Context: an optimization exercise on an open-source flow, tuned for small area, a short achievable clock period and few clock cycles per item. The choices shown serve that exercise and are no tape-out recipe.
Where RTL was checked, it was by simulation tests only, not by an equivalence proof against the original.
Only the layout flow was run in runs 3 to 5; the RTL was not checked for function there.
Power is estimated from default activity; no workload was simulated.

## flow/run.sh

```bash
#!/bin/bash
# Standard ORFS layout (the standard.sh, unchanged synthesis), with:
#  - port buffers of sky130_fd_sc_hd__buf_1 instead of the default choice
#  - timing repair aiming for 12 ns of setup slack at the design's period
set -euo pipefail
bash standard.sh SETUP_SLACK_MARGIN=12 "BUFFER_PORTS_ARGS=-buffer_cell sky130_fd_sc_hd__buf_1" finish > make_finish.log 2>&1
```

## standard.sh

```bash
#!/bin/bash
# synth_recipe.tcl (not shown) runs the flow's synth.tcl, then flattens the netlist and writes it again
# the make line also repeats each setting of config.mk as NAME=value (left out here)
make -C /OpenROAD-flow-scripts/flow DESIGN_CONFIG=/design/flow/config.mk WORK_HOME=/design/flow/orfs CLKGATE_MAP_FILE= SYNTH_SCRIPT=/design/flow/synth_recipe.tcl "${@:-finish}"
```

## config.mk

```make
export PLATFORM = sky130hd
export DESIGN_NAME = z20_align_add
export DESIGN_NICKNAME = z20_align_add
export VERILOG_FILES = /design/flow/design.v
export SDC_FILE = /design/flow/constraint.sdc
export NUM_CORES = 4
export LEC_CHECK = 0
export CAP_MARGIN = 20
export CORE_MARGIN = 2
export CORE_UTILIZATION = 40
export SLEW_MARGIN = 20
```

## constraint.sdc

```tcl
create_clock -name core_clock -period 17.0 [get_ports {clk}]
set_input_delay 3.4000 -clock core_clock [delete_from_list [all_inputs] [get_ports {clk}]]
set_output_delay 3.4000 -clock core_clock [all_outputs]
set_load 0.01 [all_outputs]
```

## design.v

```verilog
module z20_align_add (
    input  wire        clk,
    input  wire        rst,           
    input  wire        in_valid,
    input  wire        in_sub,        
    input  wire [47:0] in_x,          
    input  wire [15:0] in_ex,         
    input  wire [5:0]  in_wx,         
    input  wire [47:0] in_y,
    input  wire [15:0] in_ey,
    input  wire [5:0]  in_wy,
    output reg         out_valid,
    output reg  [47:0] out_z,         
    output reg  [15:0] out_ez,        
    output reg         out_sat        
);
    function [4:0] guard_of(input [5:0] w);
        guard_of = (w >= 6'd47) ? 5'd0 : (w <= 6'd31) ? 5'd16 : (5'd15 - w[4:0]);
    endfunction
    wire [16:0] dxy  = {in_ex[15], in_ex} - {in_ey[15], in_ey};
    wire        swap = dxy[16];                               
    wire [6:0]  dyx7 = in_ey[6:0] - in_ex[6:0];
    wire        dbig = swap ? ~((&dxy[16:7]) & (|dxy[6:0])) : (|dxy[15:7]);
    wire [6:0]  d7   = dbig ? 7'd127 : (swap ? dyx7 : dxy[6:0]);
    reg  [47:0] nz;
    integer i;
    always @(*) begin
        nz[0] = 1'b0;
        for (i = 1; i < 48; i = i + 1) nz[i] = nz[i-1] | in_y[i-1];
    end
    wire        ymin = in_y[47] & ~nz[47];
    wire [47:0] yn   = in_y ^ ({48{in_sub}} & (nz | {48{ymin}}));
    reg         r1_valid;
    reg  [47:0] r1_x, r1_y;
    reg         r1_swap;
    reg  [6:0]  r1_d;
    reg  [4:0]  r1_g;
    reg  [15:0] r1_ea;
    reg         r1_clamp;
    always @(posedge clk) begin
        if (rst) r1_valid <= 1'b0;
        else     r1_valid <= in_valid;
        r1_x     <= in_x;
        r1_y     <= yn;
        r1_swap  <= swap;
        r1_d     <= d7;
        r1_g     <= swap ? guard_of(in_wy) : guard_of(in_wx);
        r1_ea    <= swap ? in_ey : in_ex;
        r1_clamp <= in_sub & ymin;
    end
    wire [47:0] a    = r1_swap ? r1_y : r1_x;                 
    wire [47:0] b    = r1_swap ? r1_x : r1_y;
    wire [7:0]  t    = {1'b0, r1_d} - {3'd0, r1_g};
    wire [4:0]  shl  = t[7] ? r1_d[4:0] : r1_g;               
    wire [5:0]  s    = t[7] ? 6'd0 : (t[6:0] >= 7'd48) ? 6'd48 : t[5:0];
    wire [48:0] a49  = {a[47], a} << shl;
    reg         abig;
    integer k;
    always @(*) begin
        abig = 1'b0;
        for (k = 1; k < 16; k = k + 1)
            if (k < shl && (a[47] ^ a[47-k])) abig = 1'b1;
    end
    reg  [48:0] v;       
    reg         sticky;
    always @(*) begin
        v = {b, 1'b0};
        sticky = 1'b0;
        if (s[5]) begin sticky = sticky | (|v[31:0]); v = {{32{v[48]}}, v[48:32]}; end
        if (s[4]) begin sticky = sticky | (|v[15:0]); v = {{16{v[48]}}, v[48:16]}; end
        if (s[3]) begin sticky = sticky | (|v[7:0]);  v = {{8{v[48]}},  v[48:8]};  end
        if (s[2]) begin sticky = sticky | (|v[3:0]);  v = {{4{v[48]}},  v[48:4]};  end
        if (s[1]) begin sticky = sticky | (|v[1:0]);  v = {{2{v[48]}},  v[48:2]};  end
        if (s[0]) begin sticky = sticky | v[0];       v = {v[48], v[48:1]};        end
    end
    wire        up = v[0] & (sticky | v[1]);
    reg         r2_valid;
    reg  [48:0] r2_a;
    reg         r2_abig;
    reg         r2_asgn;
    reg  [47:0] r2_q;
    reg         r2_up;
    reg  [15:0] r2_ez;
    reg         r2_clamp;
    always @(posedge clk) begin
        if (rst) r2_valid <= 1'b0;
        else     r2_valid <= r1_valid;
        r2_a     <= a49;
        r2_abig  <= abig;
        r2_asgn  <= a[47];
        r2_q     <= v[48:1];
        r2_up    <= up;
        r2_ez    <= r1_ea - {11'd0, shl};
        r2_clamp <= r1_clamp;
    end
    wire [49:0] sum  = {r2_a[48], r2_a} + {{2{r2_q[47]}}, r2_q} + {49'd0, r2_up};
    wire        ovf  = r2_abig | (sum[49:47] != {3{sum[49]}});
    wire        neg  = r2_abig ? r2_asgn : sum[49];
    wire [47:0] z    = ovf ? {neg, {47{~neg}}} : sum[47:0];
    always @(posedge clk) begin
        if (rst) out_valid <= 1'b0;
        else     out_valid <= r2_valid;
        out_z   <= z;
        out_ez  <= r2_ez;
        out_sat <= ovf | r2_clamp;
    end
endmodule
```

==> results.tsv, run 1 <==
metric	value	unit
status	timing/DRC/antenna clean	
Final Hold Vio Count	0	
Multi-input gate area	0.0129	sq mm
clock latency on the worst-skew pair	560	ps
RSZ-0062 raised after global routing	true	
vias per cell	5.72	
crit path capture type	flop	
Critical Path Fanout Max	6	
max cap viols	0	
critical register-to-register path endpoint	r2_a[31]$_DFF_P_	
most frequent cell on the critical path	or4_4	
final worst setup slack	10970	ps
register area	0.00623	sq mm
Crit path required time	17470	ps
Worst path max stage delay	550	ps
clk slew on worst S/H paths	60	ps
Inserted Clock Buffers	35	
# fillers	4608	
Critical path buffers and inverters	2	
Avg WL per Cell	20.1	um
die area	0.0501	sq mm
initial DRC count	1481	
first-pass GRT wire length	94000	um
largest net degree at the start of global routing	84	
CP endpoint	r1_y[3]$_DFF_P_	
WL final	61700	um
Mean Syn Cell Area	8.61	sq um
startpoint types	primary input	
Worst Hold Class	reg2reg	
H-tree levels	2	
CTS tree	done	
Peak Freq	166	MHz
clk sinks	311	
critical path launch point	in_y[3]	
reg2reg path depth	13	
DR pass1 iterations	5	
nets	2663	
WP depth	12	
Root Buffer	clkbuf_16	
Bufs on Longest Clock Path	3	
slowest CP cell	or4_4	
Slew @ Worst Pin	1270	ps
Sum Neg Setup Slack	0	ps
Post-Syn Instances	2246	
vias	17600	
register-to-register setup slack	12300	ps
antenna viol nets, final	0	
Total GRT Usage	24.0	%
Die Ht	224	um
IO Pins	210	
Yosys warning total	1	
Worst VDD drop	0.0638	mV
Seq cells post-synth	311	
layout cells sized above 1	12.5	%
initial antenna violation count	1	
core area	0.0477	sq mm
ys flop type	dfxtp_1	
worst r2r src	r1_g[1]$_DFF_P_	
synth unique cells	83	
Lkg Pwr	9.83	nW
die span in x	224	um
Tmin final	6030	ps
most common cell after layout, fill and taps aside	dfxtp_1	
clk_skew	15.4	ps
P&R area growth vs syn	18.6	%
synthesized area	0.0193	sq mm
EDFF count, synth	0	
most frequent cells in the layout	310 x dfxtp_1, 274 x nand2_1, 236 x mux2i_1, 203 x buf_1, 154 x a21oi_1	
global placement routability congestion	0.945	
Setup violations, final	0	
row count	80	
WP data arrival	6500	ps
pwr dens	121	mW/mm^2
Place WS	10020	ps
dpl hpwl	47200	um
Cell Chain, Critical Path	buf_6 > or4_4 > nor4b_4 > and4b_2 > nand3_4 > or4_4 > nor4_4 > nand3b_4 > or3_4 > buf_12 > o21ai_2 > xor2_1	
Async SR Flop Fraction	0	%
register area share after synthesis	32.2	%
kind of critical path	in2reg	
Starting Density	40.5	%
drt drc	0	
ANT cells	0	
vias in the first global route	16500	
IO Port Bufs	209	
syn_nets	2476	
family with the most delay on the worst path	simple AND/OR/NAND/NOR gates	
period utilisation layout	35.5	%
Pins Over Slew Limit	0	
Max transition margin	13.2	%
grt total ovfl	0	
hold path depth	0	
[worst reg2reg max path: cells and delay by family (launching register included)]
| family | cells | cell delay [ps] |
|---|---|---|
| muxes | 6 | 2100 |
| and+or+nand+nor | 2 | 720 |
| buffers and inverters | 3 | 680 |
| DFF | 1 | 430 |
| AOI/OAI and AO/OA | 1 | 320 |
| adders and majority gates | 1 | 270 |
[cell usage after synthesis (all sizes together), types with 43 or more instances]
| library cell | count | share of area, % |
|---|---|---|
| mux2i | 242 | 13 |
| nor2 | 112 | 2.2 |
| dfxtp | 311 | 32 |
| xnor2 | 73 | 3.3 |
| nand2 | 295 | 5.7 |
| o21ai | 147 | 3.8 |
| xor2 | 48 | 2.2 |
| ha | 80 | 5.2 |
| a21o | 74 | 2.9 |
| a21oi | 157 | 4.1 |
| clkbuf | 83 | 1.6 |
| nand3 | 46 | 1.2 |
| nor3 | 43 | 1.1 |
| inv | 62 | 1.2 |
| buf | 47 | 1.2 |
[repair_timing]
action	CTS	global route
hold buffers	0	0
gates resized for setup	67	51
cloned	6	1
pin swaps	29	15
buffers inserted	28	7
endpoints found under the hold margin	0	0
setup endpoints to repair	92	172
[worst min-delay path by stage]
stage	startpoint	to
6_report	r2_ez[3]$_DFF_P_	out_ez[3]$_DFF_P_
3_5_place_dp	r2_ez[4]$_DFF_P_	out_ez[4]$_DFF_P_
3_3_place_gp	r2_ez[12]$_DFF_P_	out_ez[12]$_DFF_P_
2_1_floorplan	r2_ez[0]$_DFF_P_	out_ez[0]$_DFF_P_
4_1_cts	r2_ez[4]$_DFF_P_	out_ez[4]$_DFF_P_
5_1_grt	r2_ez[2]$_DFF_P_	out_ez[2]$_DFF_P_
[flip-flops by register name (all words and copies together) (netlist names)]
name	count
r1_y	48
out_valid	1
r2_q	48
out_z	48
r1_g	5
out_ez	16
r1_valid	1
r1_clamp	1
r2_clamp	1
r1_d	7
r1_x	48
r2_ez	16
r1_swap	1
r2_abig	1
r1_ea	16
r2_up	1
r2_asgn	1
r2_a	49
out_sat	1
r2_valid	1
[layout make-up]
class / instances / area share (%)
well taps: 615 / 3.36
clock inverters: 19 / 1.12
repair buffers: 278 / 6.92
inverters: 64 / 1.17
flip-flops and latches: 311 / 27.2
clock buffers: 42 / 4.11
multi-input cells: 1743 / 56.1
[where the power goes]
part	leakage [nW]	total, W	switching, W	internal (W)
combinational	6.64	0.00107	0.000639	0.000429
sequential	2.62	0.000922	0.0000588	0.000863
clock	0.570	0.000788	0.000313	0.000475
total	9.83	0.00278	0.00101	0.00177
[stage by stage]
| stage | util (%) | total power (W) | hold slack [ps] | cells | area [sq um] |
|---|---|---|---|---|---|
| floorplan | - | 0.00165 | 310 | 2246 | 19500 |
| global placement | 43.5 | 0.00193 | 311 | 2967 | 20800 |
| detailed placement | 43.5 | 0.00194 | 312 | 2968 | 20800 |
| CTS | 47.2 | 0.00277 | 327 | 3063 | 22600 |
| global route | 48.0 | 0.00294 | 330 | 3072 | 22900 |
| finish | 48.0 | 0.00278 | 326 | 3072 | 22900 |
[per-layer routing]
layer | vias to the layer above | global-route usage, % | part of all wire (%)
li1 | 8525 | - | -
met1 | 8260 | 34.2 | 47
met2 | 642 | 36.1 | 43
met3 | 130 | 4.84 | 7.3
met4 | 2 | 7.76 | 3.0
met5 | - | 0 | 0.021
[cells by family (layout without fill, tap and decap cells)]
family                     count (synthesis)  in the layout  synth area share, %
adders and majority gates                 86             86                 5.80
muxes                                    295            295                 17.4
and+or+nand+nor                          646            648                 15.6
DFF                                      311            311                 32.2
xor gates and xnor gates                 121            121                 5.48
AOI/OAI and AO/OA                        593            593                 19.5
buffers and inverters                    194            403                 4.02
Testbench counts, summed over its fixed seeds: cycles 3,224, items 3,200.
==> inputs of run 2 (changes only) <==
==> flow/run.sh (replaced) <==
#!/bin/bash
# Standard ORFS layout (the standard.sh, unchanged synthesis), with:
#  - port buffers of sky130_fd_sc_hd__buf_1 instead of the default choice
#  - timing repair aiming for 11 ns of setup slack at the design's period
set -euo pipefail
bash standard.sh SETUP_SLACK_MARGIN=11 "BUFFER_PORTS_ARGS=-buffer_cell sky130_fd_sc_hd__buf_1" finish > make_finish.log 2>&1
==> results.tsv, run 2 <==
metric	value	unit	change
post-synth top area cell	dfxtp_1		unchanged
max cap viols	0		unchanged
ys flop type	dfxtp_1		unchanged
pwr dens	124	mW/mm^2	was 121 mW/mm^2
sw frac	36.7	%	was 36.4%
core area	0.0477	sq mm	unchanged
Crit path required time	17430	ps	was 17470 ps
register share of total power	33.3	%	was 33.2%
Final Hold Vio Count	0		unchanged
status	timing/DRC/antenna clean		unchanged
GRT met1 Usage	33.8	%	was 34.2%
IO Pins	210		unchanged
# fillers	4687		was 4608
H-tree levels	2		unchanged
Async SR Flop Fraction	0	%	unchanged
top-area cell type share of the netlist area	32.2	%	unchanged
die span in x	224	um	unchanged
clk_skew	33.1	ps	was 15.4 ps
Total GRT Usage	23.5	%	was 24.0%
Critical Path Fanout Max	7		was 6
placed inst area	0.0208	sq mm	about the same
IO Port Bufs	209		unchanged
Seq cells post-synth	311		unchanged
period utilisation layout	35.3	%	was 35.5%
register area share after synthesis	32.2	%	unchanged
kind of critical path	in2reg		unchanged
overall power	0.00277	W	was 0.00278 W
global placement routability congestion	0.943		was 0.945
Sum Neg Setup Slack	0	ps	unchanged
WL final	60600	um	was 61700 um
initial antenna violation count	1		unchanged
Worst VDD drop	0.0590	mV	was 0.0638 mV
most numerous cell in the Yosys netlist	dfxtp_1		unchanged
largest net degree at the start of global routing	69		was 84
Clk pwr share	29.3	%	was 28.4%
Post-CTS Hold Buffers	0		unchanged
most frequent cells in the layout	310 x dfxtp_1, 287 x nand2_1, 237 x mux2i_1, 205 x buf_1, 156 x a21oi_1		was 310 x dfxtp_1, 274 x nand2_1, 236 x mux2i_1, 203 x buf_1, 154 x a21oi_1
Bufs on Longest Clock Path	3		unchanged
EDFF count, synth	0		unchanged
Tmin final	6010	ps	was 6030 ps
vias in the first global route	16200		was 16500
GRT busiest layer	met2		unchanged
crit path capture type	flop		unchanged
clk slew on worst S/H paths	60	ps	about the same
Die Ht	224	um	unchanged
GR Util met3	4.33	%	was 4.84%
Yosys warning total	1		unchanged
clock latency on the worst-skew pair	570	ps	was 560 ps
first-pass GRT wire length	93000	um	was 94000 um
worst r2r src	r1_g[3]$_DFF_P_		was r1_g[1]$_DFF_P_
Pins Over Slew Limit	0		unchanged
Area contributors post-synth	dfxtp_1 32%, mux2i_1 13%, nand2_1 5.7%, ha_1 5.2%, a21oi_1 4.1%		unchanged
Worst Hold Class	reg2reg		unchanged
grt total ovfl	0		unchanged
Lkg Pwr	9.60	nW	was 9.83 nW
Slew @ Worst Pin	1280	ps	was 1270 ps
antenna viol nets, final	0		unchanged
Setup violations, final	0		unchanged
synth unique cells	83		unchanged
initial DRC count	1574		was 1481
Avg WL per Cell	19.8	um	was 20.1 um
WP data arrival	6440	ps	was 6500 ps
met2 GRT Util	35.3	%	was 36.1%
row count	80		unchanged
Starting Density	40.5	%	unchanged
Post-Syn Instances	2246		unchanged
Mean Syn Cell Area	8.61	sq um	unchanged
largest register by flop count	r2_a		unchanged
most common cell after layout, fill and taps aside	dfxtp_1		unchanged
nets	2654		was 2663
vias per cell	5.72		about the same
final instance area	0.0224	sq mm	was 0.0229 sq mm
critical path launch point	in_y[1]		was in_y[3]
register-to-register setup slack	11610	ps	was 12300 ps
top cells by count, synth	311 x dfxtp_1, 295 x nand2_1, 242 x mux2i_1		unchanged
DR pass1 iterations	5		unchanged
startpoint types	primary input		unchanged
Max transition margin	11.9	%	was 13.2%
Root Buffer	clkbuf_16		unchanged
vias	17500		was 17600
syn_nets	2476		unchanged
CTS tree	done		unchanged
die area	0.0501	sq mm	unchanged
Inserted Clock Buffers	38		was 35
P&R area growth vs syn	15.8	%	was 18.6%
drt drc	0		unchanged
layout cells sized above 1	10.3	%	was 12.5%
RSZ-0062 raised after global routing	true		unchanged
NetSw	0.00102	W	was 0.00101 W
min-delay src	r2_ez[6]$_DFF_P_		was r2_ez[3]$_DFF_P_
max FFs per register	49		unchanged
clk sinks	311		unchanged
dpl hpwl	46700	um	was 47200 um
Peak Freq	166	MHz	about the same
synthesized area	0.0193	sq mm	unchanged
internal cell power	0.00175	W	was 0.00177 W
Comb power frac	37.3	%	was 38.4%
## run 2: timing repair
action | in CTS | in global routing
setup endpoints to repair | 73 | 62
buffers inserted | 9 | 11
gates resized for setup | 16 | 14
pin swaps | 9 | 17
cloned | 5 | 1
## run 2: cells by family after synthesis
| kind of cell | after synthesis | share of synthesized area, % |
|---|---|---|
| adders and majority gates | 86 | 5.80 |
| buffers and inverters | 194 | 4.02 |
| AOI/OAI and AO/OA | 593 | 19.5 |
| muxes | 295 | 17.4 |
| DFF | 311 | 32.2 |
| xor gates and xnor gates | 121 | 5.48 |
| and+or+nand+nor | 646 | 15.6 |
## run 2: path summary, 6_finish.rpt
path | to | cells after the start
max | r1_y[9]$_DFF_P_ | 12
min | out_ez[6]$_DFF_P_ | 0
max reg2reg | r2_ez[12]$_DFF_P_ | 18
min reg2reg | out_ez[6]$_DFF_P_ | 0
## run 2: cell type report
type	instances	area [sq um]	area share (%)
Multi-Input combinational cell	1746	12600	56.5
Sequential cell	311	6230	27.8
Timing Repair Buffer	262	1230	5.48
Clock buffer	45	1020	4.54
Tap cell	615	769	3.44
Inverter	64	255	1.14
Clock inverter	21	241	1.08
Timing Repair inverter	1	8.76	0.0391
Antenna cell	1	2.50	0.0112
## run 2: layer usage
metal	vias up	routed length, um
met4	0	2230
met5	-	0
li1	8519	-
met3	132	4270
met2	667	25400
met1	8212	28700
## run 2: power by group through the flow
stage | sequential [W] | combinational, W | clock, W
6_report | 0.000923 | 0.00103 | 0.000811
3_5_place_dp | 0.000939 | 0.00100 | 0
3_3_place_gp | 0.000936 | 0.000997 | 0
5_1_grt | 0.000936 | 0.00113 | 0.000859
4_1_cts | 0.000924 | 0.00101 | 0.000830
2_1_floorplan | 0.000940 | 0.000703 | 0
## run 2: metrics by stage
step	setup slack, ps	cells	hold slack (ps)	util [%]
2_1_floorplan	10630	2246	310	-
3_5_place_dp	9810	2972	314	43.5
5_1_grt	10920	3066	331	46.9
6_report	10990	3066	320	46.9
3_3_place_gp	9870	2972	310	43.5
4_1_cts	10930	3052	316	46.5
## run 2: worst max-delay path, cell delays in order
cell	delay, ps
buf_8	100
or4_4	550
nor4b_4	250
and4b_2	320
nand3_4	80
or4_4	460
nor4_4	310
nand3b_4	130
or3_4	500
clkinv_4	120
a21oi_1	60
xnor2_1	150
==> inputs of run 3 (changes only) <==
--- a/design.v
+++ b/design.v
@@ -24,2 +24,20 @@
     wire [6:0]  d7   = dbig ? 7'd127 : (swap ? dyx7 : dxy[6:0]);
+    reg         r1_valid;
+    reg  [47:0] r1_x, r1_y;
+    reg         r1_sub;
+    reg         r1_swap;
+    reg  [6:0]  r1_d;
+    reg  [4:0]  r1_g;
+    reg  [15:0] r1_ea;
+    always @(posedge clk) begin
+        if (rst) r1_valid <= 1'b0;
+        else     r1_valid <= in_valid;
+        r1_x     <= in_x;
+        r1_y     <= in_y;
+        r1_sub   <= in_sub;
+        r1_swap  <= swap;
+        r1_d     <= d7;
+        r1_g     <= swap ? guard_of(in_wy) : guard_of(in_wx);
+        r1_ea    <= swap ? in_ey : in_ex;
+    end
     reg  [47:0] nz;
@@ -28,26 +46,8 @@
         nz[0] = 1'b0;
-        for (i = 1; i < 48; i = i + 1) nz[i] = nz[i-1] | in_y[i-1];
+        for (i = 1; i < 48; i = i + 1) nz[i] = nz[i-1] | r1_y[i-1];
     end
-    wire        ymin = in_y[47] & ~nz[47];
-    wire [47:0] yn   = in_y ^ ({48{in_sub}} & (nz | {48{ymin}}));
-    reg         r1_valid;
-    reg  [47:0] r1_x, r1_y;
-    reg         r1_swap;
-    reg  [6:0]  r1_d;
-    reg  [4:0]  r1_g;
-    reg  [15:0] r1_ea;
-    reg         r1_clamp;
-    always @(posedge clk) begin
-        if (rst) r1_valid <= 1'b0;
-        else     r1_valid <= in_valid;
-        r1_x     <= in_x;
-        r1_y     <= yn;
-        r1_swap  <= swap;
-        r1_d     <= d7;
-        r1_g     <= swap ? guard_of(in_wy) : guard_of(in_wx);
-        r1_ea    <= swap ? in_ey : in_ex;
-        r1_clamp <= in_sub & ymin;
-    end
-    wire [47:0] a    = r1_swap ? r1_y : r1_x;                 
-    wire [47:0] b    = r1_swap ? r1_x : r1_y;
+    wire        ymin = r1_y[47] & ~nz[47];
+    wire [47:0] yn   = r1_y ^ ({48{r1_sub}} & (nz | {48{ymin}}));
+    wire [47:0] a    = r1_swap ? yn : r1_x;                 
+    wire [47:0] b    = r1_swap ? r1_x : yn;
     wire [7:0]  t    = {1'b0, r1_d} - {3'd0, r1_g};
@@ -93,3 +93,3 @@
         r2_ez    <= r1_ea - {11'd0, shl};
-        r2_clamp <= r1_clamp;
+        r2_clamp <= r1_sub & ymin;
     end
==> flow/run.sh (replaced) <==
#!/bin/bash
# Standard ORFS layout (the standard.sh, unchanged synthesis), with:
#  - port buffers of sky130_fd_sc_hd__buf_1 instead of the default choice
#  - timing repair aiming for 12 ns of setup slack at the design's period
set -euo pipefail
bash standard.sh SETUP_SLACK_MARGIN=12 "BUFFER_PORTS_ARGS=-buffer_cell sky130_fd_sc_hd__buf_1" finish > make_finish.log 2>&1
==> results.tsv, run 3 <==
metric	value	unit	change
status	timing/DRC/antenna clean		unchanged
die area	0.0544	sq mm	was 0.0501 sq mm
critical register-to-register path endpoint	r2_up$_DFF_P_		was r2_ez[12]$_DFF_P_
Post-CTS Hold Buffers	0		unchanged
post-synth top area cell	dfxtp_1		unchanged
top cells by count, synth	311 x dfxtp_1, 246 x nor2_1, 204 x o21ai_0		was 311 x dfxtp_1, 295 x nand2_1, 242 x mux2i_1
WL final	76800	um	was 60600 um
cell count after placement	3358		was 2972
Setup violations, final	0		unchanged
Worst VDD drop	0.0840	mV	was 0.0590 mV
vias	20500		was 17500
max cap viols	0		unchanged
antenna viol nets, final	0		unchanged
Worst Hold Class	reg2reg		unchanged
Post-Syn Instances	2595		was 2246
largest net degree at the start of global routing	74		was 69
register-to-register setup slack	12050	ps	was 11610 ps
# fillers	5172		was 4687
period utilisation layout	33.4	%	was 35.3%
IO Pins	210		unchanged
Avg WL per Cell	22.3	um	was 19.8 um
ANT cells	0		was 1
clk sinks	311		unchanged
Critical Path Fanout Max	6		was 7
largest register by flop count	r2_a		unchanged
syn_nets	2825		was 2476
Yosys warning total	1		unchanged
CTS tree	done		unchanged
Async SR Flop Fraction	0	%	unchanged
Lkg Pwr	9.78	nW	was 9.60 nW
synth unique cells	86		was 83
clock latency on the worst-skew pair	560	ps	was 570 ps
Total GRT Usage	27.5	%	was 23.5%
Tmin final	5670	ps	was 6010 ps
pwr dens	120	mW/mm^2	was 124 mW/mm^2
layout cells sized above 1	10.3	%	about the same
dpl hpwl	58500	um	was 46700 um
H-tree levels	2		unchanged
Die Ht	233	um	was 224 um
kind of critical path	in2reg		unchanged
IO Port Bufs	209		unchanged
Inserted Clock Buffers	35		was 38
clk slew on worst S/H paths	70	ps	was 60 ps
max FFs per register	49		unchanged
DR pass1 iterations	6		was 5
Area contributors post-synth	dfxtp_1 30%, mux2i_1 9.1%, o21ai_0 4.9%, ha_1 4.8%, nor2_1 4.4%		was dfxtp_1 32%, mux2i_1 13%, nand2_1 5.7%, ha_1 5.2%, a21oi_1 4.1%
Starting Density	40.3	%	was 40.5%
Slew @ Worst Pin	1140	ps	was 1280 ps
top-area cell type share of the netlist area	29.6	%	was 32.2%
EDFF count, synth	0		unchanged
initial DRC count	2044		was 1574
Root Buffer	clkbuf_16		unchanged
Max transition margin	21.5	%	was 11.9%
Seq cells post-synth	311		unchanged
first-pass GRT wire length	115000	um	was 93000 um
hold path depth	0		unchanged
min-delay src	r2_ez[4]$_DFF_P_		was r2_ez[6]$_DFF_P_
nets	2961		was 2654
register area share after synthesis	29.6	%	was 32.2%
most common cell after layout, fill and taps aside	dfxtp_1		unchanged
Peak Freq	176	MHz	was 166 MHz
initial antenna violation count	0		was 1
Sum Neg Setup Slack	0	ps	unchanged
synthesized area	0.0210	sq mm	was 0.0193 sq mm
startpoint types	primary input		unchanged
reg2reg path depth	12		was 18
Pins Over Slew Limit	0		unchanged
Crit path required time	17450	ps	was 17430 ps
row count	84		was 80
ys flop type	dfxtp_1		unchanged
die span in x	233	um	was 224 um
P&R area growth vs syn	14.9	%	was 15.8%
Bufs on Longest Clock Path	3		unchanged
vias in the first global route	18900		was 16200
grt total ovfl	0		unchanged
vias per cell	5.97		was 5.72
most frequent cells in the layout	309 x dfxtp_1, 245 x nor2_1, 206 x buf_1, 198 x nand2_1, 198 x o21ai_0		was 310 x dfxtp_1, 287 x nand2_1, 237 x mux2i_1, 205 x buf_1, 156 x a21oi_1
most numerous cell in the Yosys netlist	dfxtp_1		unchanged
worst r2r src	r1_y[18]$_DFF_P_		was r1_g[3]$_DFF_P_
core area	0.0522	sq mm	was 0.0477 sq mm
Final Hold Vio Count	0		unchanged
Min-Delay Endpoint	out_ez[4]$_DFF_P_		was out_ez[6]$_DFF_P_
WP data arrival	6130	ps	was 6440 ps
RSZ-0062 raised after global routing	true		unchanged
clk_skew	26.2	ps	was 33.1 ps
Mean Syn Cell Area	8.11	sq um	was 8.61 sq um
drt drc	0		unchanged
crit path capture type	flop		unchanged
WHS	315	ps	was 320 ps
Non-Filler Instances	3443		was 3066
global placement routability congestion	1.01		was 0.943
run 3: cell count changes after synthesis, moves of 20 or more:
cell      previous run  this run
a21o_1              74        44
xnor2_1             73        50
nor2_1             112       246
inv_1               60        82
o31ai_1             10        38
a21oi_1            157       178
o211ai_1            12        35
mux4_2              31        11
nand2_1            295       201
o21ai_0            142       204
mux2_2              22        51
clkbuf_1            83       136
mux2i_1            242       192
run 3: cell type report:
class / count / area (sq um) / area share (%)
timing repair buffer: 269 / 1330 / 5.50
clock buffer: 47 / 1000 / 4.15
sequential: 311 / 6230 / 25.8
inverter: 84 / 328 / 1.36
multi-input combinational: 2030 / 14300 / 59.1
clock inverter: 14 / 130 / 0.538
tap: 688 / 861 / 3.56
run 3: metrics by stage:
stage	instance area [sq um]	util, %	worst slack, ps	total power [W]
after global placement	22400	42.9	10090	0.00208
final	24200	46.3	11330	0.00290
after global routing	24200	46.3	11200	0.00307
after CTS	23900	45.8	11400	0.00289
after floorplan	21100	-	11130	0.00173
after detailed placement	22400	43.0	10010	0.00209
run 3: routing by layer:
layer,global-route usage [%],up-vias,share of wire (%)
met5,0,-,0
met4,10.8,0,4.4
met3,4.85,155,7.6
met2,43.8,886,45
met1,36.9,9665,43
li1,-,9841,-
run 3: worst max path at each step:
stage | slack (ps) | start | cells after the start | endpoint
2_1_floorplan | 11130 | in_ex[0] | 16 | r1_d[3]$_SDFF_PP1_
3_3_place_gp | 10090 | in_ex[0] | 16 | r1_d[6]$_SDFF_PP1_
3_5_place_dp | 10010 | in_ex[0] | 16 | r1_d[5]$_SDFF_PP1_
4_1_cts | 11400 | in_ex[0] | 17 | r1_d[4]$_SDFF_PP1_
5_1_grt | 11200 | in_ex[1] | 15 | r1_d[3]$_SDFF_PP1_
6_report | 11330 | in_ex[0] | 17 | r1_d[4]$_SDFF_PP1_
run 3: logic make-up (layout without fill, tap and decap cells):
family,Yosys count,count (layout),share of synthesized area [%]
adders and majority gates,86,86,5.33
and+or+nand+nor,790,790,18.2
DFF,311,311,29.6
muxes,254,254,13.0
buffers and inverters,257,414,4.71
AOI/OAI and AO/OA,804,807,25.2
xor gates and xnor gates,93,93,3.87
run 3: repair_timing:
item,4_1_cts,5_1_grt
gates cloned,3,0
pin swaps,23,10
gates resized for setup,42,29
setup endpoints to repair,91,114
setup buffers,12,9
run 3: worst max-delay path: stages:
cell      delay, ps
buf_12           90
inv_12           30
ha_4            150
fa_2            400
nor2b_2         130
o21ai_2          80
a21boi_2        200
o21ai_2          90
a211o_1         320
a31oi_4         220
nand4_1         170
nand3_4         140
o22ai_4         110
buf_12          170
mux2i_2         170
xor2_1          170
nand2_1          60
run 3: where the power goes:
part / total, W / switching (W) / internal, W
registers: 0.000949 / 0.0000689 / 0.000880
logic: 0.00121 / 0.000751 / 0.000458
clock network: 0.000738 / 0.000304 / 0.000433
==> inputs of run 4 (changes only) <==
--- a/config.mk
+++ b/config.mk
@@ -7,2 +7,3 @@
 export LEC_CHECK = 0
+export ABC_AREA = 1
 export CAP_MARGIN = 20
==> results.tsv, run 4 <==
metric	value	unit	change
syn_nets	3231		was 2825
synthesized area	0.0199	sq mm	was 0.0210 sq mm
largest register by flop count	r2_a		unchanged
Critical Path Fanout Max	6		unchanged
family with the most delay on the worst path	simple AND/OR/NAND/NOR gates		was compound AO/OA/AOI/OAI gates
startpoint types	flop		was primary input
most frequent cell on the critical path	nor2_2		
Worst path max stage delay	360	ps	was 400 ps
cell count after placement	3749		was 3358
Critical path buffers and inverters	4		was 3
kind of critical path	reg2reg		was in2reg
NetSw	0.00133	W	was 0.00112 W
Worst Hold Class	reg2reg		unchanged
CTS tree	done		unchanged
vias per cell	5.79		was 5.97
IO Pins	210		unchanged
initial antenna violation count	2		was 0
dpl hpwl	51900	um	was 58500 um
ys flop type	dfxtp_1		unchanged
Post-Syn Instances	3001		was 2595
Total GRT Usage	30.2	%	was 27.5%
initial DRC count	2862		was 2044
clock latency on the worst-skew pair	570	ps	was 560 ps
Crit path required time	17430	ps	was 17450 ps
internal cell power	0.00195	W	was 0.00177 W
Setup violations, final	0		unchanged
Async SR Flop Fraction	0	%	unchanged
slowest CP cell	dfxtp_1		was fa_2
die area	0.0515	sq mm	was 0.0544 sq mm
Yosys warning total	1		unchanged
synth unique cells	64		was 86
max FFs per register	49		unchanged
antenna viol nets, final	0		unchanged
IO Port Bufs	209		unchanged
Post-CTS Hold Buffers	0		unchanged
post-synth top area cell	dfxtp_1		unchanged
pwr dens	104	mW/mm^2	was 120 mW/mm^2
period utilisation layout	39.1	%	was 33.4%
clk_skew	54.4	ps	was 26.2 ps
Seq cells post-synth	311		unchanged
Bufs on Longest Clock Path	3		unchanged
Non-Filler Instances	4161		was 3443
Inserted Clock Buffers	36		was 35
most frequent cells in the layout	538 x nand2_1, 303 x dfxtp_1, 273 x nand3_2, 263 x nand2_2, 216 x inv_1		was 309 x dfxtp_1, 245 x nor2_1, 206 x buf_1, 198 x nand2_1, 198 x o21ai_0
WP data arrival	7080	ps	was 6130 ps
register area share after synthesis	31.3	%	was 29.6%
top-area cell type share of the netlist area	31.3	%	was 29.6%
Max transition margin	12.5	%	was 21.5%
first-pass GRT wire length	121000	um	was 115000 um
WHS	320	ps	was 315 ps
RSZ-0062 raised after global routing	true		unchanged
grt total ovfl	0		unchanged
Mean Syn Cell Area	6.63	sq um	was 8.11 sq um
Starting Density	40.5	%	was 40.3%
Slew @ Worst Pin	1310	ps	was 1140 ps
H-tree levels	2		unchanged
register share of total power	27.9	%	was 32.8%
largest net degree at the start of global routing	67		was 74
WL final	88900	um	was 76800 um
most common cell after layout, fill and taps aside	nand2_1		was dfxtp_1
sw frac	40.6	%	was 38.8%
Worst VDD drop	0.0808	mV	was 0.0840 mV
core area	0.0491	sq mm	was 0.0522 sq mm
status	timing/DRC/antenna clean		unchanged
Avg WL per Cell	21.4	um	was 22.3 um
max cap viols	0		unchanged
global placement routability congestion	0.968		was 1.01
Area contributors post-synth	dfxtp_1 31%, nand2_1 17%, nand3_1 12%, ha_1 5.0%, inv_1 4.6%		was dfxtp_1 30%, mux2i_1 9.1%, o21ai_0 4.9%, ha_1 4.8%, nor2_1 4.4%
die span in x	227	um	was 233 um
Root Buffer	clkbuf_16		unchanged
EDFF count, synth	0		unchanged
row count	81		was 84
Die Ht	227	um	was 233 um
layout cells sized above 1	45.0	%	was 10.3%
most numerous cell in the Yosys netlist	nand2_1		was dfxtp_1
Tmin final	6660	ps	was 5670 ps
P&R area growth vs syn	59.5	%	was 14.9%
DR pass1 iterations	9		was 6
Peak Freq	150	MHz	was 176 MHz
Sum Neg Setup Slack	0	ps	unchanged
crit path capture type	flop		unchanged
Pins Over Slew Limit	0		unchanged
vias in the first global route	22100		was 18900
Final Hold Vio Count	0		unchanged
top cells by count, synth	875 x nand2_1, 478 x nand3_1, 311 x dfxtp_1		was 311 x dfxtp_1, 246 x nor2_1, 204 x o21ai_0
Clk pwr share	23.1	%	was 25.5%
clk slew on worst S/H paths	70	ps	about the same
vias	24100		was 20500
nets	3704		was 2961
drt drc	0		unchanged
Lkg Pwr	14.0	nW	was 9.78 nW
clk sinks	311		unchanged
Comb power frac	49.0	%	was 41.8%
==> run 4: cell types whose count changed in the layout (fill, tap and decap cells not counted), moves of 78 or more <==
cell,delta
nand2_2,+261
buf_4,+147
o21ai_0,-147
mux2i_1,-185
o21ai_2,+130
buf_6,+120
inv_1,+137
nand3_4,+103
nand2_4,+78
nand3_2,+272
nor2_1,-129
nand2_1,+340
a21oi_1,-107
==> run 4: final timing paths <==
check | depth (start not counted) | slack, ps | start | end
setup / recovery | 41 | 10340 | r1_y[4]$_DFF_P_ | r2_up$_DFF_P_
hold / removal | 0 | 320 | r2_ez[3]$_DFF_P_ | out_ez[3]$_DFF_P_
setup reg to reg | 41 | 10340 | r1_y[4]$_DFF_P_ | r2_up$_DFF_P_
hold reg to reg | 0 | 320 | r2_ez[3]$_DFF_P_ | out_ez[3]$_DFF_P_
==> run 4: layout make-up <==
type	count	area, sq um
multi-input combinational	2297	17900
fill	3940	17300
sequential	311	6240
timing repair buffer	568	4570
clock buffer	48	1020
inverter	260	1010
tap	664	831
clock inverter	12	118
antenna	1	2.50
==> run 4: repair_timing <==
item,CTS,global route
endpoints found under the hold margin,0,0
resized for setup,912,689
setup buffers,211,102
endpoints found under the setup margin,177,184
pin swaps,322,399
cloned,27,10
==> run 4: kinds of logic (layout without fill, tap and decap cells) <==
family | count (synthesis) | count (layout) | share of synthesized area [%]
adders and majority gates | 86 | 86 | 5.64
DFF | 311 | 311 | 31.3
xor gates and xnor gates | 84 | 84 | 3.70
buffers and inverters | 411 | 888 | 9.20
AOI/OAI and AO/OA | 474 | 474 | 13.6
other | 0 | 1 | 0
and+or+nand+nor | 1619 | 1637 | 35.8
muxes | 16 | 16 | 0.812
==> run 4: stage by stage <==
| step | util [%] | power, W | instance area, sq um | worst slack (ps) |
|---|---|---|---|---|
| after floorplan | - | 0.00165 | 20000 | 10560 |
| after global placement | 42.7 | 0.00192 | 21000 | 9500 |
| after detailed placement | 42.7 | 0.00192 | 21000 | 9420 |
| after CTS | 56.8 | 0.00298 | 27800 | 10620 |
| after global routing | 64.6 | 0.00345 | 31700 | 10260 |
| final | 64.6 | 0.00328 | 31700 | 10340 |
==> run 4: power groups by stage <==
| stage | clock network, W | registers [W] | logic, W |
|---|---|---|---|
| after floorplan | 0 | 0.000911 | 0.000741 |
| after global placement | 0 | 0.000919 | 0.000996 |
| after detailed placement | 0 | 0.000918 | 0.00100 |
| after CTS | 0.000769 | 0.000909 | 0.00130 |
| after global routing | 0.000796 | 0.000927 | 0.00172 |
| final | 0.000758 | 0.000917 | 0.00161 |
==> run 4: metal layers <==
| metal | track usage (%) | wire [um] | share of wire, % | up-vias |
|---|---|---|---|---|
| li1 | - | - | - | 10900 |
| met1 | 38.5 | 34600 | 39 | 11300 |
| met2 | 49.5 | 40100 | 45 | 1337 |
| met3 | 4.50 | 7470 | 8.4 | 491 |
| met4 | 16.1 | 6690 | 7.5 | 0 |
| met5 | 0 | 0 | 0 | - |
==> inputs of run 5 (changes only) <==
--- a/design.v
+++ b/design.v
@@ -19,7 +19,3 @@
     endfunction
-    wire [16:0] dxy  = {in_ex[15], in_ex} - {in_ey[15], in_ey};
-    wire        swap = dxy[16];                               
-    wire [6:0]  dyx7 = in_ey[6:0] - in_ex[6:0];
-    wire        dbig = swap ? ~((&dxy[16:7]) & (|dxy[6:0])) : (|dxy[15:7]);
-    wire [6:0]  d7   = dbig ? 7'd127 : (swap ? dyx7 : dxy[6:0]);
+    wire [16:0] dxy = {in_ex[15], in_ex} - {in_ey[15], in_ey};
     reg         r1_valid;
@@ -27,6 +23,8 @@
     reg         r1_sub;
-    reg         r1_swap;
-    reg  [6:0]  r1_d;
-    reg  [4:0]  r1_g;
-    reg  [15:0] r1_ea;
+    reg  [15:0] r1_ex, r1_ey;
+    reg  [4:0]  r1_gx, r1_gy;
+    reg         r1_swap;          
+    reg  [6:0]  r1_dlo;           
+    reg         r1_hany;          
+    reg         r1_hall;          
     always @(posedge clk) begin
@@ -34,9 +32,13 @@
         else     r1_valid <= in_valid;
-        r1_x     <= in_x;
-        r1_y     <= in_y;
-        r1_sub   <= in_sub;
-        r1_swap  <= swap;
-        r1_d     <= d7;
-        r1_g     <= swap ? guard_of(in_wy) : guard_of(in_wx);
-        r1_ea    <= swap ? in_ey : in_ex;
+        r1_x    <= in_x;
+        r1_y    <= in_y;
+        r1_sub  <= in_sub;
+        r1_ex   <= in_ex;
+        r1_ey   <= in_ey;
+        r1_gx   <= guard_of(in_wx);
+        r1_gy   <= guard_of(in_wy);
+        r1_swap <= dxy[16];
+        r1_dlo  <= dxy[6:0];
+        r1_hany <= |dxy[15:7];
+        r1_hall <= &dxy[16:7];
     end
@@ -50,7 +52,14 @@
     wire [47:0] yn   = r1_y ^ ({48{r1_sub}} & (nz | {48{ymin}}));
-    wire [47:0] a    = r1_swap ? yn : r1_x;                 
-    wire [47:0] b    = r1_swap ? r1_x : yn;
-    wire [7:0]  t    = {1'b0, r1_d} - {3'd0, r1_g};
-    wire [4:0]  shl  = t[7] ? r1_d[4:0] : r1_g;               
-    wire [5:0]  s    = t[7] ? 6'd0 : (t[6:0] >= 7'd48) ? 6'd48 : t[5:0];
+    wire        swap = r1_swap;
+    wire [47:0] a    = swap ? yn : r1_x;                      
+    wire [47:0] b    = swap ? r1_x : yn;
+    wire [15:0] ea   = swap ? r1_ey : r1_ex;
+    wire [4:0]  g    = swap ? r1_gy : r1_gx;
+    wire        dbig = swap ? ~(r1_hall & (|r1_dlo)) : r1_hany;
+    wire [6:0]  d7   = swap ? -r1_dlo : r1_dlo;
+    wire [7:0]  t    = {1'b0, d7} - {3'd0, g};               
+    wire        tneg = t[7] & ~dbig;
+    wire [4:0]  shl  = tneg ? d7[4:0] : g;                   
+    wire [5:0]  s    = t[5:0] & {6{~t[7]}};                  
+    wire        kill = dbig | (~t[7] & t[6]);                
     wire [48:0] a49  = {a[47], a} << shl;
@@ -82,3 +91,4 @@
     reg         r2_up;
-    reg  [15:0] r2_ez;
+    reg  [15:0] r2_ea;
+    reg  [4:0]  r2_shl;
     reg         r2_clamp;
@@ -90,8 +100,32 @@
         r2_asgn  <= a[47];
-        r2_q     <= v[48:1];
-        r2_up    <= up;
-        r2_ez    <= r1_ea - {11'd0, shl};
+        r2_q     <= v[48:1] & {48{~kill}};
+        r2_up    <= up & ~kill;
+        r2_ea    <= ea;
+        r2_shl   <= shl;
         r2_clamp <= r1_sub & ymin;
     end
-    wire [49:0] sum  = {r2_a[48], r2_a} + {{2{r2_q[47]}}, r2_q} + {49'd0, r2_up};
+    localparam N = 50;
+    wire [N-1:0] xa = {r2_a[48], r2_a};
+    wire [N-1:0] xb = {{2{r2_q[47]}}, r2_q};
+    wire [N-1:0] pp = xa ^ xb;
+    reg  [N-1:0] gg, gp;
+    reg  [N-1:0] c;          
+    integer j, l;
+    always @(*) begin
+        gg = xa & xb;
+        gp = pp;
+        gg[0] = gg[0] | (pp[0] & r2_up);
+        for (l = 1; l < 64; l = l * 2)
+            for (j = 2*l - 1; j < N; j = j + 2*l) begin
+                gg[j] = gg[j] | (gp[j] & gg[j-l]);
+                gp[j] = gp[j] & gp[j-l];
+            end
+        for (l = 16; l >= 1; l = l / 2)
+            for (j = 3*l - 1; j < N; j = j + 2*l) begin
+                gg[j] = gg[j] | (gp[j] & gg[j-l]);
+                gp[j] = gp[j] & gp[j-l];
+            end
+        c = {gg[N-2:0], r2_up};
+    end
+    wire [N-1:0] sum = pp ^ c;
     wire        ovf  = r2_abig | (sum[49:47] != {3{sum[49]}});
@@ -103,3 +137,3 @@
         out_z   <= z;
-        out_ez  <= r2_ez;
+        out_ez  <= r2_ea - {11'd0, r2_shl};
         out_sat <= ovf | r2_clamp;
--- a/config.mk
+++ b/config.mk
@@ -7,3 +7,2 @@
 export LEC_CHECK = 0
-export ABC_AREA = 1
 export CAP_MARGIN = 20
==> results.tsv, run 5 <==
metric	value	unit	change
clock latency on the worst-skew pair	550	ps	was 570 ps
EDFF count, synth	0		unchanged
hold path depth	1		was 0
P&R area growth vs syn	21.7	%	was 59.5%
H-tree levels	2		unchanged
Peak Freq	181	MHz	was 150 MHz
first-pass GRT wire length	108000	um	was 121000 um
post-synth top area cell	dfxtp_1		unchanged
startpoint types	primary input		was flop
most frequent cells in the layout	336 x dfxtp_1, 211 x mux2i_1, 203 x buf_1, 192 x nand2_1, 159 x nor2_1		was 538 x nand2_1, 303 x dfxtp_1, 273 x nand3_2, 263 x nand2_2, 216 x inv_1
nets	2727		was 3704
Worst Hold Class	reg2reg		unchanged
period utilisation layout	32.4	%	was 39.1%
Seq cells post-synth	339		was 311
syn_nets	2513		was 3231
Cell Chain, Critical Path	buf_8 > inv_8 > ha_4 > fa_2 > nor2b_2 > o21ai_2 > a21boi_2 > o21ai_1 > nand2_1 > a21o_1 > buf_6 > a21oi_4 > xnor2_2 > or4_4 > nor3_4 > nand4_1		
antenna viol nets, final	0		unchanged
die span in x	227	um	about the same
reg2reg path depth	27		was 41
Max transition margin	25.9	%	was 12.5%
most common cell after layout, fill and taps aside	dfxtp_1		was nand2_1
slowest CP cell	or4_4		was dfxtp_1
IO Port Bufs	209		unchanged
row count	81		unchanged
top cells by count, synth	339 x dfxtp_1, 222 x mux2i_1, 197 x nand2_1		was 875 x nand2_1, 478 x nand3_1, 311 x dfxtp_1
Starting Density	40.6	%	was 40.5%
vias per cell	5.86		was 5.79
DR pass1 iterations	7		was 9
Area contributors post-synth	dfxtp_1 34%, mux2i_1 11%, ha_1 4.6%, nand2_1 3.7%, nor2_1 3.1%		was dfxtp_1 31%, nand2_1 17%, nand3_1 12%, ha_1 5.0%, inv_1 4.6%
initial antenna violation count	0		was 2
max cap viols	0		unchanged
layout cells sized above 1	15.2	%	was 45.0%
ys flop type	dfxtp_1		unchanged
register-to-register setup slack	11860	ps	was 10340 ps
largest register by flop count	r2_a		unchanged
Post-Syn Instances	2267		was 3001
Crit path required time	17420	ps	was 17430 ps
WHS	442	ps	was 320 ps
Setup violations, final	0		unchanged
register area share after synthesis	34.0	%	was 31.3%
Bufs on Longest Clock Path	3		unchanged
Sum Neg Setup Slack	0	ps	unchanged
grt total ovfl	0		unchanged
top-area cell type share of the netlist area	34.0	%	was 31.3%
Worst VDD drop	0.109	mV	was 0.0808 mV
Slew @ Worst Pin	1110	ps	was 1310 ps
clk slew on worst S/H paths	60	ps	was 70 ps
final core occ	49.5	%	was 64.6%
ANT cells	0		was 1
RSZ-0062 raised after global routing	true		unchanged
synthesized area	0.0200	sq mm	was 0.0199 sq mm
CTS tree	done		unchanged
Async SR Flop Fraction	0	%	unchanged
WP data arrival	5940	ps	was 7080 ps
IO Pins	210		unchanged
most numerous cell in the Yosys netlist	dfxtp_1		was nand2_1
vias in the first global route	17400		was 22100
dpl hpwl	53800	um	was 51900 um
Tmin final	5510	ps	was 6660 ps
crit path capture type	flop		unchanged
synth unique cells	78		was 64
clk sinks	339		was 311
Yosys warning total	1		unchanged
status	timing/DRC/antenna clean		unchanged
die area	0.0517	sq mm	was 0.0515 sq mm
clk_skew	19.8	ps	was 54.4 ps
Final Hold Vio Count	0		unchanged
vias	18600		was 24100
Inserted Clock Buffers	37		was 36
Worst path max stage delay	550	ps	was 360 ps
Total GRT Usage	27.5	%	was 30.2%
global placement routability congestion	0.980		was 0.968
Critical Path Fanout Max	2		was 6
kind of critical path	in2reg		was reg2reg
Lkg Pwr	10.4	nW	was 14.0 nW
core area	0.0492	sq mm	was 0.0491 sq mm
Pins Over Slew Limit	0		unchanged
drt drc	0		unchanged
WL final	73500	um	was 88900 um
Avg WL per Cell	23.2	um	was 21.4 um
Mean Syn Cell Area	8.81	sq um	was 6.63 sq um
Die Ht	227	um	about the same
max FFs per register	49		unchanged
largest net degree at the start of global routing	70		was 67
pwr dens	157	mW/mm^2	was 104 mW/mm^2
initial DRC count	1836		was 2862
Root Buffer	clkbuf_16		unchanged
run 5: worst max-delay path, delay by kind of cell:
| kind | cells | cell delay (ps) |
|---|---|---|
| and+or+nand+nor | 5 | 1070 |
| AOI/OAI and AO/OA | 5 | 570 |
| adders and majority gates | 2 | 520 |
| buffers and inverters | 3 | 230 |
| xor gates and xnor gates | 1 | 150 |
run 5: cell families after synthesis:
family          count (synthesis)  synth area share, %
simple gates                  624                 14.7
compound gates                601                 20.2
flops                         339                 34.0
mux                           283                 15.0
buf+inv                       215                 4.06
xor+xnor                      103                 4.52
fa+ha+maj                     102                 7.48
run 5: path summary, 6_finish.rpt:
path                      from                  to
max                   in_ex[0]     r1_hany$_DFF_P_
min          r2_ea[15]$_DFF_P_  out_ez[15]$_DFF_P_
max reg2reg      r2_up$_DFF_P_   out_z[17]$_DFF_P_
min reg2reg  r2_ea[15]$_DFF_P_  out_ez[15]$_DFF_P_
run 5: report_power, final:
group,internal [W],switching [W]
logic,0.000749,0.00128
registers,0.000898,0.0000739
clock network,0.000479,0.000332
run 5: metrics by stage:
step           area (sq um)  worst slack [ps]  cells  power, W
3_3_place_gp          21400             10400   3027   0.00282
3_5_place_dp          21400             10300   3027   0.00282
2_1_floorplan         20000             11410   2267   0.00226
5_1_grt               24300             11390   3169   0.00403
6_report              24300             11490   3169   0.00381
4_1_cts               23300             11480   3134   0.00369
run 5: layer usage:
| layer | GRT usage, % | routed length [um] | vias to the layer above |
|---|---|---|---|
| met5 | 0 | 0 | - |
| met4 | 8.67 | 2330 | 0 |
| met3 | 4.13 | 5430 | 136 |
| met2 | 42.6 | 32700 | 778 |
| met1 | 39.3 | 33000 | 8922 |
| li1 | - | - | 8721 |
run 5: layout make-up:
cell class                 instances  area (sq um)
sequential                       339          6790
multi-input combinational       1716         13200
clock inverter                    15           183
timing repair buffer             317          2020
fill                            4615         24800
tap                              664           831
inverter                          70           289
clock buffer                      48          1040
run 5: timing repair:
| action | CTS | global route |
|---|---|---|
| resized for setup | 70 | 147 |
| setup buffers | 39 | 25 |
| cloned | 5 | 9 |
| setup endpoints to repair | 152 | 107 |
| pin swaps | 25 | 50 |
| hold buffers | 0 | 0 |

port drivers added, routing unchanged:
Ports are ideal in the flow. The routed layouts listed here were re-timed in OpenROAD.
Step 1 sets driving cells, clkbuf_16 on the clock port and buf_2 on the other inputs (assumed; they add their load-dependent delay and slew).
Step 2, shift: input delay + t, output delay - t, t = (earliest + latest rising clock arrival at the registers) / 2. This alone moves slack from input paths to output paths.
Three values: no drivers, after step 1, after step 2; two values: the first two.
run	t (ns)	slack for setup (ns)	hold WS [ns]	worst setup path after step 2	worst slew at a driven data input, ns
run 1	0.605	10.968 / 10.986 / 10.381	0.326 / 0.326 / 0.326	input to register	0.07
run 2	0.603	10.992 / 11.006 / 10.404	0.320 / 0.320 / 0.320	input to register	0.08
run 3	0.611	11.326 / 11.326 / 10.715	0.315 / 0.315 / 0.315	input to register	0.07
run 4	0.613	10.345 / 10.345 / 10.052	0.320 / 0.320 / 0.320	input to register	0.07
run 5	0.601	11.485 / 11.485 / 10.884	0.442 / 0.442 / 0.442	input to register	0.07
After both steps setup and hold are still met in every run listed. For run 3, which loses most, drivers alone change the setup slack by 0.000 ns; drivers and shift together by -0.611 ns.
